Source: an optimization exercise on an open RTL-to-GDS flow (aim: small area, a short achievable clock period and few clock cycles). Production flows keep margins and buffers that such runs may drop.
The RTL was checked by simulation tests, not by an equivalence proof against the original design.

==> module kk7_elem_decode, before the edit <==
module kk7_elem_decode (
    input  wire [15:0] code,
    input  wire        f43,      
    input  wire        f52,      
    input  wire        f32,      
    input  wire        f23,      
    input  wire        f21,      
    input  wire        fint,     
    input  wire        fbf,      
    output wire        sign,
    output wire [7:0]  neeff,    
    output wire [7:0]  x,
    output wire        is_nan,
    output wire        is_inf
);
    wire [15:0] c = code;
    wire f4x = f43 | f23;        
    wire f5x = f52 | f32;        
    wire [7:0] ef;
    assign ef[0] = (f4x & c[3]) | (f5x & c[2]) | (f21 & c[1]) | (fbf & c[7]);
    assign ef[1] = (f4x & c[4]) | (f5x & c[3]) | (f21 & c[2]) | (fbf & c[8]);
    assign ef[2] = (f43 & c[5]) | (f5x & c[4]) | (fbf & c[9]);
    assign ef[3] = (f43 & c[6]) | (f52 & c[5]) | (fbf & c[10]);
    assign ef[4] = (f52 & c[6]) | (fbf & c[11]);
    assign ef[7:5] = fbf ? c[14:12] : 3'd0;
    wire h = |ef;
    wire top = (f52 & (&c[6:2])) | (fbf & (&c[14:7]));
    wire mz  = fbf ? (c[6:0] == 7'd0) : (c[1:0] == 2'd0);
    assign is_inf = top & mz;
    assign is_nan = (top & ~mz) | (f43 & (&c[6:0]));
    assign neeff = ~{ef[7:1], (ef[0] & ~top) | ~h};
    wire [6:0] u = c[6:0] ^ {7{c[7]}};
    wire [7:0] mag;
    wire [7:0] cy;
    assign cy[0] = c[7];
    genvar i;
    generate
        for (i = 0; i < 7; i = i + 1) begin : inc
            kk7_ha u_ha (.a(u[i]), .b(cy[i]), .s(mag[i]), .co(cy[i+1]));
        end
    endgenerate
    assign mag[7] = cy[7];
    assign x[0] = fint ? mag[0] : (c[0] | top);
    assign x[1] = fint ? mag[1] : f21 ? h : (c[1] | top);
    assign x[2] = fint ? mag[2] : f5x ? h : (f4x | fbf) & (c[2] | top);
    assign x[3] = fint ? mag[3] : f4x ? h : fbf & (c[3] | top);
    assign x[6:4] = fint ? mag[6:4] : {3{fbf}} & (c[6:4] | {3{top}});
    assign x[7] = fint ? mag[7] : fbf & h;
    assign sign = (f43 | f52 | fint) ? c[7] : (f32 | f23) ? c[5] : f21 ? c[3] : c[15];
endmodule
==> module kk7_shift, before the edit <==
module kk7_shift (
    input  wire [4:0]  a,
    input  wire        far,
    input  wire        kill,
    input  wire [7:0]  x,
    output wire [10:0] t,
    output wire        rb
);
    wire [7:0]  xg = kill ? 8'd0 : x;
    wire [38:0] sh = {xg, 31'd0} >> a;
    assign t  = far ? 11'd0 : sh[18:8];
    assign rb = ~far & sh[7] & ((|sh[6:0]) | sh[8]);
endmodule
export LEC_CHECK = 0
export CAP_MARGIN = 20
export CORE_MARGIN = 2
export CORE_UTILIZATION = 55
export SLEW_MARGIN = 20
export SYNTH_HIERARCHICAL = 1
create_clock -name core_clock -period 110.0 [get_ports {clk}]
standard.sh (not shown) runs the stock make flow with config.mk's settings and CLKGATE_MAP_FILE= SYNTH_SCRIPT=/design/flow/synth_recipe.tcl, a recipe that flattens the netlist after the stock synthesis.
==> flow/flow/run.sh <==
#!/bin/bash
# The standard layout (standard.sh: the standard flow's synthesis and ORFS flow, unchanged),
# with the port buffers that global placement inserts made the library's
# smallest buffer (sky130_fd_sc_hd__buf_1) instead of the cell buffer_ports
# picks on its own. make's full output goes to flow_make.log here; each ORFS
# step keeps its own log under orfs/logs/.
set -euo pipefail
export BUFFER_PORTS_ARGS="-buffer_cell sky130_fd_sc_hd__buf_1"
bash standard.sh > flow_make.log 2>&1
Testbench counts at the start, summed over its fixed seeds: cycles 16,016.
Next try:
--- a/flow/design.v
+++ b/flow/design.v
@@ -37,19 +37,20 @@
     generate
         for (i = 0; i < 7; i = i + 1) begin : inc
             kk7_ha u_ha (.a(u[i]), .b(cy[i]), .s(mag[i]), .co(cy[i+1]));
         end
     endgenerate
     assign mag[7] = cy[7];
-    assign x[0] = fint ? mag[0] : (c[0] | top);
-    assign x[1] = fint ? mag[1] : f21 ? h : (c[1] | top);
-    assign x[2] = fint ? mag[2] : f5x ? h : (f4x | fbf) & (c[2] | top);
-    assign x[3] = fint ? mag[3] : f4x ? h : fbf & (c[3] | top);
-    assign x[6:4] = fint ? mag[6:4] : {3{fbf}} & (c[6:4] | {3{top}});
-    assign x[7] = fint ? mag[7] : fbf & h;
-    assign sign = (f43 | f52 | fint) ? c[7] : (f32 | f23) ? c[5] : f21 ? c[3] : c[15];
+    wire fhi = f4x | f5x | fbf;
+    assign x[0] = (fint & mag[0]) | (~fint & c[0]) | top;
+    assign x[1] = (fint & mag[1]) | (f21 & h) | (fhi & c[1]) | top;
+    assign x[2] = (fint & mag[2]) | (f5x & h) | ((f4x | fbf) & c[2]) | (fbf & top);
+    assign x[3] = (fint & mag[3]) | (f4x & h) | (fbf & (c[3] | top));
+    assign x[6:4] = ({3{fint}} & mag[6:4]) | ({3{fbf}} & (c[6:4] | {3{top}}));
+    assign x[7] = (fint & mag[7]) | (fbf & h);
+    assign sign = ((f43 | f52 | fint) & c[7]) | ((f32 | f23) & c[5]) | (f21 & c[3]) | (fbf & c[15]);
 endmodule
 module kk7_elem_align (
     input  wire [8:0]  g14,
     input  wire [7:0]  neeff,
     input  wire [7:0]  x,
     input  wire        sgn,
@@ -91,16 +92,32 @@
     input  wire        far,
     input  wire        kill,
     input  wire [7:0]  x,
     output wire [10:0] t,
     output wire        rb
 );
-    wire [7:0]  xg = kill ? 8'd0 : x;
-    wire [38:0] sh = {xg, 31'd0} >> a;
-    assign t  = far ? 11'd0 : sh[18:8];
-    assign rb = ~far & sh[7] & ((|sh[6:0]) | sh[8]);
+    wire [38:28] f1 = a[0] ? {1'b0, x, 2'b0} : {x, 3'b0};
+    wire [38:28] ff = a[1] ? {2'b0, f1[38:30]} : f1;
+    wire zr = far | kill;
+    wire c3 = (a[4:2] == 3'd3) & ~zr;
+    wire c4 = (a[4:2] == 3'd4) & ~zr;
+    wire c5 = (a[4:2] == 3'd5) & ~zr;
+    wire c6 = (a[4:2] == 3'd6) & ~zr;
+    wire c7 = (a[4:2] == 3'd7) & ~zr;
+    wire [66:0] fz = {28'd0, ff, 28'd0};      
+    wire [18:7] o;
+    genvar p;
+    generate
+        for (p = 7; p < 19; p = p + 1) begin : ob
+            assign o[p] = (c3 & fz[p + 12]) | (c4 & fz[p + 16]) | (c5 & fz[p + 20]) |
+                          (c6 & fz[p + 24]) | (c7 & fz[p + 28]);
+        end
+    endgenerate
+    wire sticky = (c6 & (|ff[30:28])) | (c7 & (|ff[34:28]));
+    assign t  = o[18:8];
+    assign rb = o[7] & (sticky | o[8]);
 endmodule
 module kk7_fmt_reg (
     input  wire       clk,
     input  wire [3:0] afmt,
     output reg        f43, f52, f32, f23, f21, fint, fbf
 );
=> The changed run completed and failed the layout checks on antenna violations; flip-flop and latch count stays the same; register-to-register slack gets worse by 0.52 ns; synthesized cell count came out lower by about 9%; first-iteration DRC count went down by 2.5%; non-clock buffer count drops by 80; die area shrinks by 5.5%; design area shrinks by 5.4%; via count goes down by about 7%; global-route usage went up by 1.1 points; sequential share of layout area rose by 1.1 points; critical path depth goes up by 56.
Testbench counts after the change, summed over its fixed seeds: cycles 16,016.

==> static timing again, ports no longer ideal <==
In the flow no input, the clock included, has a driving cell. The finished layouts below were timed again as built, in two steps.
Step 1: set_driving_cell puts a clkbuf_16 on clk and a buf_2 on each other input, an assumption about the parent block.
Step 2, shift: input delay + t, output delay - t, t = (earliest + latest rising clock arrival at the registers) / 2. This alone moves slack from input paths to output paths.
Three values: ideal, step 1, step 2; two values: the first two.
| run | t, ns | setup slack, ns | worst setup path after step 2 |
|---|---|---|---|
| the first run | 0.893 | 86.368 / 86.268 / 86.157 | input to register |
| the second run | 0.879 | 86.618 / 86.593 / 86.618 | register to register |
The setup slack of the first run, which loses most, moves by -0.100 ns with the drivers and by -0.211 ns with both steps.
